This design comes from an exercise in tuning for small area on the open sky130 flow, not from production work.
The RTL was checked by simulation tests, not by an equivalence proof against the original design.

==> design/flow/design.v <==
module coel_pid (
    input  wire               clk,
    input  wire               rst,         
    input  wire               start,
    input  wire        [1:0]  op,          
    output wire               ready,
    output reg                done,
    input  wire signed [31:0] fb_raw,
    input  wire signed [31:0] sp_in,       
    input  wire               sathi,
    input  wire               satlo,
    input  wire               hold,
    input  wire signed [31:0] preset_val,  
    input  wire        [2:0]  spsrc,
    input  wire               dmeas,
    input  wire        [3:0]  fbsh,
    input  wire        [5:0]  spsh,
    input  wire signed [31:0] spk,
    input  wire signed [31:0] spofs,
    input  wire signed [31:0] spmin,
    input  wire signed [31:0] spmax,
    input  wire        [30:0] slew,
    input  wire signed [31:0] kp,
    input  wire signed [31:0] ki,
    input  wire signed [31:0] kd,
    input  wire        [5:0]  shp,
    input  wire        [5:0]  shi,
    input  wire        [5:0]  shd,
    input  wire        [3:0]  fsh,
    input  wire signed [31:0] omin,
    input  wire signed [31:0] omax,
    output reg  signed [31:0] u,
    output reg  signed [31:0] sp,
    output reg  signed [31:0] fb,
    output wire signed [31:0] err,
    output reg  signed [47:0] integ,
    output reg                windup,
    output reg                osat,
    output wire               spsat,
    output wire               esat,
    output reg                cas_hi,
    output reg                cas_lo
);
    reg  [4:0]  cnt;           
    reg  signed [47:0] st_df;
    reg         st_first;      
    reg         st_dml;        
    reg  [31:0] m_acc;         
    reg  [23:0] m_lo;          
    reg  [31:0] w_fb;          
    reg  [31:0] w_sp;          
    reg         w_chi, w_clo;  
    reg  [48:0] q;             
    wire idle = (cnt == 5'd0);
    assign ready = idle;
    wire acc_op = start && idle;
    wire [1:0] prod = cnt[3:2];
    wire [1:0] step = cnt[1:0];
    wire c3  = (cnt == 5'd3);
    wire c7  = (cnt == 5'd7);
    wire c8  = (cnt == 5'd8);
    wire c11 = (cnt == 5'd11);
    wire c15 = (cnt == 5'd15);
    wire fin = cnt[4];
    localparam [31:0] S32_MIN = 32'h8000_0000;
    wire [32:0] err_d;
    cp_add #(33) u_errd (.a({sp[31], sp}), .b(~{fb[31], fb}), .ci(1'b1), .s(err_d), .co());
    assign esat = err_d[32] ^ err_d[31];
    assign err  = esat ? {err_d[32], {31{~err_d[32]}}} : err_d[31:0];
    assign spsat = cas_hi | cas_lo;
    wire [31:0] base = st_first ? w_fb : sp;
    wire [31:0] e_a = c3 ? base : (dmeas && prod == 2'd1) ? 32'd0 : w_sp;
    wire [31:0] e_b = c3 ? {1'b0, slew} : w_fb;
    wire [32:0] e_d;
    cp_add #(33) u_ed (.a({e_a[31], e_a}), .b(~{e_b[31], e_b}), .ci(1'b1), .s(e_d), .co());
    wire e_ov = (e_d[32] ^ e_d[31]) & ~c3;
    wire [31:0] e_v = e_ov ? {e_d[32], {31{~e_d[32]}}} : e_d[31:0];
    wire [32:0] x2 = c3 ? {1'b0, slew, 1'b0} : st_dml ? {fb[31], fb} : ~{err[31], err};
    wire        c2 = ~c3 & (st_dml ? (fb == S32_MIN) : 1'b1);
    wire [32:0] dx;
    cp_add #(33) u_dx (.a({c3 ? e_d[32] : e_v[31], e_v}), .b(x2), .ci(c2), .s(dx), .co());
    wire [32:0] sl_lo = e_d;
    wire [32:0] sl_hi = dx;
    reg  [32:0] m_a;
    reg  [31:0] m_b;
    always @(*) begin
        case (prod)
            2'd0:    begin m_a = {sp_in[31], sp_in}; m_b = spk; end
            2'd1:    begin m_a = dx;                 m_b = st_first ? 32'd0 : kd; end
            2'd2:    begin m_a = {e_v[31], e_v};     m_b = kp; end
            default: begin m_a = {e_v[31], e_v};     m_b = ki; end
        endcase
    end
    wire [32:0] m_bx  = {m_b, 1'b0};
    wire [8:0]  m_dig = m_bx[8*step +: 9];
    wire [33:0] m_a1 = {m_a[32], m_a};     
    wire [33:0] m_a2 = {m_a, 1'b0};        
    wire [33:0] bx0, bx1, bx2, bx3;
    wire        bn0, bn1, bn2, bn3;
    cp_booth u_b0 (.a1(m_a1), .a2(m_a2), .d(m_dig[2:0]), .x(bx0), .neg(bn0));
    cp_booth u_b1 (.a1(m_a1), .a2(m_a2), .d(m_dig[4:2]), .x(bx1), .neg(bn1));
    cp_booth u_b2 (.a1(m_a1), .a2(m_a2), .d(m_dig[6:4]), .x(bx2), .neg(bn2));
    cp_booth u_b3 (.a1(m_a1), .a2(m_a2), .d(m_dig[8:6]), .x(bx3), .neg(bn3));
    wire [31:0] m_in = (step == 2'd0) ? 32'd0 : m_acc;
    wire [39:0] ms0;
    wire [37:0] ms1;
    wire [35:0] ms2;
    wire [33:0] ms3;
    cp_add #(40) u_ms0 (.a({{8{m_in[31]}}, m_in}), .b({{6{bx0[33]}}, bx0}), .ci(bn0), .s(ms0), .co());
    cp_add #(38) u_ms1 (.a(ms0[39:2]), .b({{4{bx1[33]}}, bx1}), .ci(bn1), .s(ms1), .co());
    cp_add #(36) u_ms2 (.a(ms1[37:2]), .b({{2{bx2[33]}}, bx2}), .ci(bn2), .s(ms2), .co());
    cp_add #(34) u_ms3 (.a(ms2[35:2]), .b(bx3), .ci(bn3), .s(ms3), .co());
    wire [39:0] m_t = {ms3, ms2[1:0], ms1[1:0], ms0[1:0]};
    wire [63:0] m_p = {m_t, m_lo};                   
    reg  [63:0] sh_x;
    reg  [5:0]  sh_s;
    always @(*) begin
        if (idle) begin
            sh_x = {fb_raw[31], fb_raw, 31'd0};
            sh_s = {2'b00, fbsh};
        end else if (c8) begin
            sh_x = {{15{q[48]}}, q};            
            sh_s = {2'b00, fsh};
        end else begin
            sh_x = m_p;
            case (prod)
                2'd0:    sh_s = spsh;
                2'd1:    sh_s = shd;
                2'd2:    sh_s = shp;
                default: sh_s = shi;
            endcase
        end
    end
    wire [49:0] sh_z;            
    cp_shr u_shr (.x(sh_x), .s(sh_s), .z(sh_z));
    wire [48:0] sh_y;
    cp_inc #(49) u_rnd (.a(sh_z[49:1]), .ci(sh_z[0]), .s(sh_y));
    wire [62:47] sh_ne = sh_x[62:47] ^ {16{sh_x[63]}};
    wire [15:0]  sh_sel = 16'hFFFF << sh_s[3:0];      
    wire sh_fit = (sh_s > 6'd15) | ~|(sh_ne & sh_sel);
    wire sh_ov  = ~sh_fit | (sh_y[48] ^ sh_y[47]);
    wire [47:0] y48 = (sh_ov && !c8) ? {sh_x[63], {47{~sh_x[63]}}} : sh_y[47:0];
    reg  [48:0] a1_b;
    always @(*) begin
        if (c3)           a1_b = {{17{spofs[31]}}, spofs};
        else if (c7)      a1_b = ~{st_df[47], st_df};
        else if (c8)      a1_b = {st_df[47], st_df};
        else if (c11)     a1_b = {{17{st_df[47]}}, st_df[47:16]};
        else              a1_b = {integ[47], integ};
    end
    wire a1_c = c7 | (c11 & st_df[15]);
    wire [48:0] a1;
    cp_add #(49) u_a1 (.a({y48[47], y48}), .b(a1_b), .ci(a1_c), .s(a1), .co());
    wire t0_big = ~((&a1[48:34]) | ~(|a1[48:34]));
    wire [47:0] di = y48;
    wire [47:0] in_v = (a1[48] ^ a1[47]) ? {a1[48], {47{~a1[48]}}} : a1[47:0];
    wire [32:0] v_x  = c15 ? in_v[47:15] : integ[47:15];
    wire [49:0] vs;
    cp_add #(50) u_vs (.a({q[48], q}), .b({{18{v_x[32]}}, v_x[32:1]}), .ci(v_x[0]), .s(vs), .co());
    wire v_big = ~((&vs[49:34]) | ~(|vs[49:34]));
    wire cl_sa1 = c3 & ~rst;
    wire cl_sp  = idle & op[0] & ~rst;
    wire cl_svs = ~c3 & ~idle & ~rst;
    wire [34:0] cl_x = ({35{cl_sa1}} & a1[34:0]) |
                       ({35{cl_sp}}  & {{3{preset_val[31]}}, preset_val}) |
                       ({35{cl_svs}} & vs[34:0]);
    wire cl_big  = c3 ? t0_big : cl_svs & v_big;
    wire cl_sign = c3 ? a1[48] : vs[49];
    wire [31:0] cl_hi = c3 ? spmax : omax;
    wire [31:0] cl_lo = c3 ? spmin : omin;
    wire cl_gt0, cl_lt0, cl_mm;
    cp_lt #(35) u_cgt (.a({{3{cl_hi[31]}}, cl_hi}), .b(cl_x), .lt(cl_gt0));
    cp_lt #(35) u_clt (.a(cl_x), .b({{3{cl_lo[31]}}, cl_lo}), .lt(cl_lt0));
    cp_lt #(32) u_cmm (.a(cl_hi), .b(cl_lo), .lt(cl_mm));
    wire cl_gt = ~rst & (cl_big ? ~cl_sign : cl_gt0);
    wire cl_lt = ~rst & (cl_big ?  cl_sign : cl_lt0);
    wire [31:0] cl_v = cl_gt ? cl_hi : cl_lt ? (cl_mm ? cl_hi : cl_lo) : cl_x[31:0];
    wire cl_out = cl_big | (cl_x != {{3{cl_v[31]}}, cl_v});
    wire [31:0] t_v  = cl_v;
    wire t_gt_hi, t_lt_lo;
    cp_lt #(33) u_c4 (.a(sl_hi), .b({t_v[31], t_v}), .lt(t_gt_hi));
    cp_lt #(33) u_c5 (.a({t_v[31], t_v}), .b(sl_lo), .lt(t_lt_lo));
    wire slew_on = ((spsrc == 3'd0) || (spsrc == 3'd5)) && (slew != 31'd0);
    wire [31:0] spr_v = !slew_on ? t_v : t_gt_hi ? sl_hi[31:0] : t_lt_lo ? sl_lo[31:0] : t_v;
    wire di_pos = ~di[47] & (|di);
    wire di_neg = di[47];
    wire held = hold | (di_pos & (cl_gt | sathi)) | (di_neg & (cl_lt | satlo));
    wire pub = (c15 & ~held) | fin;
    always @(posedge clk) begin
        m_acc <= m_t[39:8];
        m_lo  <= {m_t[7:0], m_lo[23:8]};
        if (idle) w_fb <= y48[47:16];
        if (c3) begin
            w_sp  <= spr_v;
            w_chi <= (cl_gt & ~spk[31]) | (cl_lt & spk[31]);
            w_clo <= (cl_lt & ~spk[31]) | (cl_gt & spk[31]);
        end
        if (c7 || c11) q <= a1;
        if (rst || pub || (acc_op && op[1] != op[0])) u <= cl_v;
        if (rst) begin
            cnt      <= 5'd0;
            done     <= 1'b0;
            st_df    <= 48'd0;
            st_first <= 1'b1;
            st_dml   <= 1'b0;
            sp       <= 32'd0;
            fb       <= 32'd0;
            integ    <= 48'd0;
            windup   <= 1'b0;
            osat     <= 1'b0;
            cas_hi   <= 1'b0;
            cas_lo   <= 1'b0;
        end else begin
            done <= pub || (acc_op && op != 2'd0);
            if (pub)                        cnt <= 5'd0;
            else if (!idle)                 cnt <= cnt + 5'd1;
            else if (acc_op && op == 2'd0)  cnt <= 5'd1;
            if (c8) st_df <= a1[47:0];
            if (pub) begin
                sp       <= w_sp;
                fb       <= w_fb;
                if (c15) integ <= in_v;
                windup   <= fin;
                osat     <= cl_out;
                cas_hi   <= w_chi;
                cas_lo   <= w_clo;
                st_first <= 1'b0;
                st_dml   <= dmeas;
            end
            if (acc_op && op != 2'd0) begin
                st_first <= 1'b1;
                if (op != 2'd3) begin
                    st_df <= 48'd0;
                    integ <= op[0] ? {preset_val, 16'd0} : 48'd0;
                end
            end
        end
    end
endmodule
module cp_add #(parameter W = 8) (
    input  wire [W-1:0] a,
    input  wire [W-1:0] b,
    input  wire         ci,
    output wire [W-1:0] s,
    output wire         co
);
    assign {co, s} = {1'b0, a} + {1'b0, b} + {{W{1'b0}}, ci};
endmodule
module cp_inc #(parameter W = 8) (
    input  wire [W-1:0] a,
    input  wire         ci,
    output wire [W-1:0] s
);
    assign s = a + {{(W-1){1'b0}}, ci};
endmodule
module cp_lt #(parameter W = 8) (
    input  wire [W-1:0] a,
    input  wire [W-1:0] b,
    output wire         lt
);
    assign lt = $signed(a) < $signed(b);
endmodule
module cp_booth (
    input  wire [33:0] a1,
    input  wire [33:0] a2,
    input  wire [2:0]  d,
    output wire [33:0] x,
    output wire        neg
);
    wire one = d[1] ^ d[0];
    wire two = (d[2] & ~d[1] & ~d[0]) | (~d[2] & d[1] & d[0]);
    assign neg = d[2];
    assign x = (({34{one}} & a1) | ({34{two}} & a2)) ^ {34{neg}};
endmodule
module cp_shr (
    input  wire [63:0] x,
    input  wire [5:0]  s,
    output wire [49:0] z
);
    wire [3:0] h2 = 4'd1 << s[5:4];
    wire [3:0] h1 = 4'd1 << s[3:2];
    wire [3:0] h0 = 4'd1 << s[1:0];
    wire [112:0] xe = {{48{x[63]}}, x, 1'b0};
    wire [64:0] w2 = ({65{h2[0]}} & xe[64:0])  | ({65{h2[1]}} & xe[80:16]) |
                     ({65{h2[2]}} & xe[96:32]) | ({65{h2[3]}} & xe[112:48]);
    wire [52:0] w1 = ({53{h1[0]}} & w2[52:0])  | ({53{h1[1]}} & w2[56:4]) |
                     ({53{h1[2]}} & w2[60:8])  | ({53{h1[3]}} & w2[64:12]);
    assign z       = ({50{h0[0]}} & w1[49:0])  | ({50{h0[1]}} & w1[50:1]) |
                     ({50{h0[2]}} & w1[51:2])  | ({50{h0[3]}} & w1[52:3]);
endmodule
==> design/flow/flow/run.sh <==
#!/bin/bash
set -euo pipefail
work=$(pwd)

# a copy of ORFS's scripts with the area-only ABC script, for synthesis
rm -rf "$work/synth_scripts"
cp -r "$FLOW_HOME/scripts" "$work/synth_scripts"
cp "$work/flow/abc_area.script" "$work/synth_scripts/abc_area.script"

bash standard.sh SCRIPTS_DIR="$work/synth_scripts" ABC_AREA=1 \
    "SYNTH_OPERATIONS_ARGS=-extra-map $work/flow/alu_ripple.v" synth \
    > "$work/synth.log" 2>&1

bash standard.sh \
    "BUFFER_PORTS_ARGS=-buffer_cell sky130_fd_sc_hd__buf_1" \
    "CTS_ARGS=-sink_clustering_enable -repair_clock_nets -dont_use_dummy_load -buf_list {sky130_fd_sc_hd__clkbuf_4} -sink_clustering_size 8 -sink_clustering_max_diameter 40" \
    finish > "$work/layout.log" 2>&1
==> design/flow/flow/abc_area.script <==
strash
refactor
rewrite
&get -n
&fraig -x
&deepsyn -T 400
&put
dch -f
amap -F 10
strash
dch -f
amap -F 10
topo
stime -c
==> design/flow/flow/alu_ripple.v <==
(* techmap_celltype = "$alu" *)
module _80_alu_ripple (A, B, CI, BI, X, Y, CO);
  parameter A_SIGNED = 0;
  parameter B_SIGNED = 0;
  parameter A_WIDTH = 1;
  parameter B_WIDTH = 1;
  parameter Y_WIDTH = 1;
  (* force_downto *)
  input [A_WIDTH-1:0] A;
  (* force_downto *)
  input [B_WIDTH-1:0] B;
  (* force_downto *)
  output [Y_WIDTH-1:0] X, Y;
  input CI, BI;
  (* force_downto *)
  output [Y_WIDTH-1:0] CO;
  (* force_downto *)
  wire [Y_WIDTH-1:0] A_buf, B_buf;
  \$pos #(.A_SIGNED(A_SIGNED), .A_WIDTH(A_WIDTH), .Y_WIDTH(Y_WIDTH)) A_conv (.A(A), .Y(A_buf));
  \$pos #(.A_SIGNED(B_SIGNED), .A_WIDTH(B_WIDTH), .Y_WIDTH(Y_WIDTH)) B_conv (.A(B), .Y(B_buf));
  (* force_downto *)
  wire [Y_WIDTH-1:0] AA = A_buf;
  (* force_downto *)
  wire [Y_WIDTH-1:0] BB = BI ? ~B_buf : B_buf;
  (* force_downto *)
  wire [Y_WIDTH:0] C;
  assign C[0] = CI;
  genvar i;
  generate for (i = 0; i < Y_WIDTH; i = i + 1) begin : g
    assign Y[i] = AA[i] ^ BB[i] ^ C[i];
    assign C[i+1] = (AA[i] & BB[i]) | (AA[i] & C[i]) | (BB[i] & C[i]);
  end endgenerate
  assign X = AA ^ BB;
  assign CO = C[Y_WIDTH:1];
endmodule
==> design/flow/standard.sh <==
#!/bin/bash
# synth_recipe.tcl (not shown) runs the flow's synth.tcl, then flattens the netlist and writes it again
# the make line also repeats each setting of config.mk as NAME=value (left out here)
make -C /OpenROAD-flow-scripts/flow DESIGN_CONFIG=/design/flow/config.mk WORK_HOME=/design/flow/orfs CLKGATE_MAP_FILE= SYNTH_SCRIPT=/design/flow/synth_recipe.tcl "${@:-finish}"
==> design/flow/config.mk <==
export PLATFORM = sky130hd
export DESIGN_NAME = coel_pid
export DESIGN_NICKNAME = coel_pid
export VERILOG_FILES = /design/flow/design.v
export SDC_FILE = /design/flow/constraint.sdc
export NUM_CORES = 8
export LEC_CHECK = 0
export ABC_AREA = 1
export CAP_MARGIN = 20
export CORE_MARGIN = 2
export CORE_UTILIZATION = 45
export SLEW_MARGIN = 20
==> design/flow/constraint.sdc <==
create_clock -name core_clock -period 150.0 [get_ports {clk}]
set_input_delay 30.0000 -clock core_clock [delete_from_list [all_inputs] [get_ports {clk}]]
set_output_delay 30.0000 -clock core_clock [all_outputs]
set_load 0.01 [all_outputs]
==> flow_summary.ini <==
[yosys]
postSynthCellCount = 3850
ys_seq_area_frac = 0.259
syn_area_sq_um = 34700
synth_top_family_by_area = compound AO/OA/AOI/OAI gates
async_flop_share = 0
synthesis.nets = 4740
synth.distinct_cells = 52
ys_ff_latch = 375
yosysWarningCount = 1
synth_compound_area_frac = 0.361
syn_avg_cell_area_sq_um = 9.01
synthTopCellsByArea = fa_1, dfxtp_1, edfxtp_1
synth-xor-area-share = 0.000252
synthMuxAreaShare = 0
synth-simple-area-share = 0.0777
yosys.area.top_type = fa_1
synth_edf_count = 147
synthAdderAreaFrac = 0.228
synth_flop_cell = dfxtp_1
synth_top_area_frac = 0.193

[sta]
slew_violations = 0
relSlewSlack = 0.117
finalCritPeriodShare = 0.859
tns_ns = 0
fmax_ghz = 0.00776
period_minus_slack_ns = 128.90
hold_viol = 0
finalSetupViolations = 0
tightest_slew_ns = 1.31
clock_skew_ns = 0.185
rsz0062_at_grt = no

[worst_setup_path]
reg2reg_from = cnt[0]$_SDFFE_PP0P_
cp_data_arrival_time_ns = 129.41
reg2reg_depth = 330
crit_fanout = 48
crit_required_ns = 150.51
r2r-end = w_sp[4]$_DFFE_PP_
start_kind = input pin
crit_family = adder cells
critPathKind = in -> reg
critPathBufInv = 30
ff2ff_setup_slack_ns = 48.00
slowest_delay_ns = 0.87
end_kind = flop
crit_slowest_cell = o21ai_0
crit_top_cell = fa_1

[layout]
postLayoutCoreUtil = 0.533
layout.nets = 5645
fillers = 7560
multi_input_area_sq_um = 23300
drive_gt1_frac = 0.0625
instances_no_fill = 5806
area_delta_synth_final_pct = 17.0
seq_area_sq_um = 8980

[drt]
antenna_left = 0
drc_errors = 0
via_per_inst = 7.05
post_drt_wl_per_cell_um = 33.6
drt_iter0_markers = 7864
vias = 40900
dr.pass1.iters = 14
drt-total-wl_um = 195000

[cts]
clockBufferDepth = 3
cts_root_buffer = clkbuf_4
cts_tree = done
htreeDepth = 3
clk_latency_ns = 0.94
cts_made_buffers = 82
cts_resized = 0
hold_buffers = 0
clock-sinks = 375
clk_transition_reported_paths_ns = 0.06
postCtsSetupRepairBufs = 0

[min_path]
hold_class = reg -> reg
hold_end = m_lo[0]$_DFF_P_
hold_depth = 0
hold_start = m_lo[8]$_DFF_P_

[global_route]
grtUsageTotal = 0.477
grt_pass1_wl_um = 271000
grt-ovfl-total = 0
antenna_found_initial = 25
grt_max_degree = 73
grt_pass1_vias = 38400

[floorplanning]
start_util = 0.456
ios = 643
die-area_sq_um = 79300
coreArea_sq_um = 76100
chipHeight_um = 282
rows = 101
die_w_um = 282

[placed_design]
gp_congestion = 1.06
dp.cells = 5699
hpwl_um = 152000
io_buffers = 642

[run_status]
outcome = finished clean

[run]
cap_violations = 0
## synth_stat cells (all sizes together) (17+ instances only)
| master | count |
|---|---|
| a221oi | 77 |
| ha | 96 |
| clkinv | 689 |
| o221ai | 71 |
| o221a | 31 |
| a222oi | 317 |
| nor3 | 31 |
| o22ai | 387 |
| a32o | 17 |
| nor2b | 40 |
| a22oi | 54 |
| o211ai | 49 |
| o21a | 28 |
| a21oi | 159 |
| o22a | 55 |
| fa | 335 |
| a211oi | 24 |
| nand4 | 25 |
| o21ai | 383 |
| nor2 | 231 |
| dfxtp | 228 |
| edfxtp | 147 |
| nand2 | 219 |
## cells by family (layout without fill, tap and decap cells)
family,Yosys count,count (layout)
AND/OR/NAND/NOR,615,615
flip-flops,375,375
AO/OA/AOI/OAI,1739,1739
XOR/XNOR,1,1
buffers and inverters,689,1592
other,0,23
adder cells (fa/ha/maj),431,431
## flip-flops by register name, summed over array words and instances, names as in the netlist
register  cells
w_sp         32
w_clo         1
w_chi         1
st_df        48
osat          1
q            49
sp           32
windup        1
fb           32
cas_hi        1
integ        48
cas_lo        1
w_fb         32
u            32
done          1
m_acc        32
st_first      1
cnt           5
st_dml        1
m_lo         24
## layer usage
metal	wire length, um	vias up	global-route usage	share of wire
met1	67100	19400	0.584	0.34
met4	18100	10	0.368	0.093
met3	27800	768	0.155	0.14
li1	-	17100	-	-
met5	68	-	0	0.00035
met2	81700	3562	0.696	0.42
## cell usage in the layout, fill, tap and decap left out, drive strengths merged, types with 31 or more instances in the layout
cell type  netlist  final
nor3            31     31
edfxtp         147    147
dfxtp          228    228
nand2          219    219
o22a            55     55
clkinv         689    688
clkbuf           0     83
a22oi           54     54
o221a           31     31
nor2           231    231
fa             335    335
o211ai          49     49
a221oi          77     77
o221ai          71     71
a21oi          159    159
buf              0    820
a222oi         317    317
o22ai          387    387
o21ai          383    383
nor2b           40     40
ha              96     96
## area by class of cell
class	count	share of cell area
Multi-Input combinational cell	2786	0.574
Tap cell	1030	0.0318
Inverter	689	0.0638
Antenna cell	23	0.00142
Timing Repair Buffer	821	0.0923
Sequential cell	375	0.221
Clock buffer	82	0.0152
## worst max path at each step
stage                      from                  to  cells past startpoint
final                     dmeas   w_sp[4]$_DFFE_PP_                    326
after global routing      dmeas   w_sp[3]$_DFFE_PP_                    330
after CTS                 dmeas  w_sp[23]$_DFFE_PP_                    326
after detailed placement  dmeas  w_sp[17]$_DFFE_PP_                    326
after global placement    dmeas   w_sp[7]$_DFFE_PP_                    328
after floorplan           dmeas  w_sp[13]$_DFFE_PP_                    316
## per-stage QoR
step           hold WS (ns)  cell area [sq um]  setup WS (ns)
3_5_place_dp          0.341              39900          21.16
5_1_grt               0.363              40600          16.89
2_1_floorplan         0.331              34700          22.60
6_report              0.356              40600          21.10
3_3_place_gp          0.342              39900          22.31
4_1_cts               0.356              40500          21.78

[what the ideal ports hide]
In the flow no input, the clock included, has a driving cell. The finished layout below was timed again as built, in two steps.
Step 1 sets driving cells, clkbuf_16 on the clock port and buf_2 on the other inputs (assumed; they add their load-dependent delay and slew).
Step 2, shift: input delay + t, output delay - t, t = (earliest + latest rising clock arrival at the registers) / 2. This alone moves slack from input paths to output paths.
a / b / c = no drivers / after step 1 / after step 2; a / b = the first two.
t, ns: 0.917
slack for setup (ns): 21.098 / 21.145 / 20.228
clock arrival spread, ns: 0.184 / 0.185
After both steps this run still meets setup and hold. For this run, drivers alone change the setup slack by +0.047 ns; drivers and shift together by -0.870 ns.
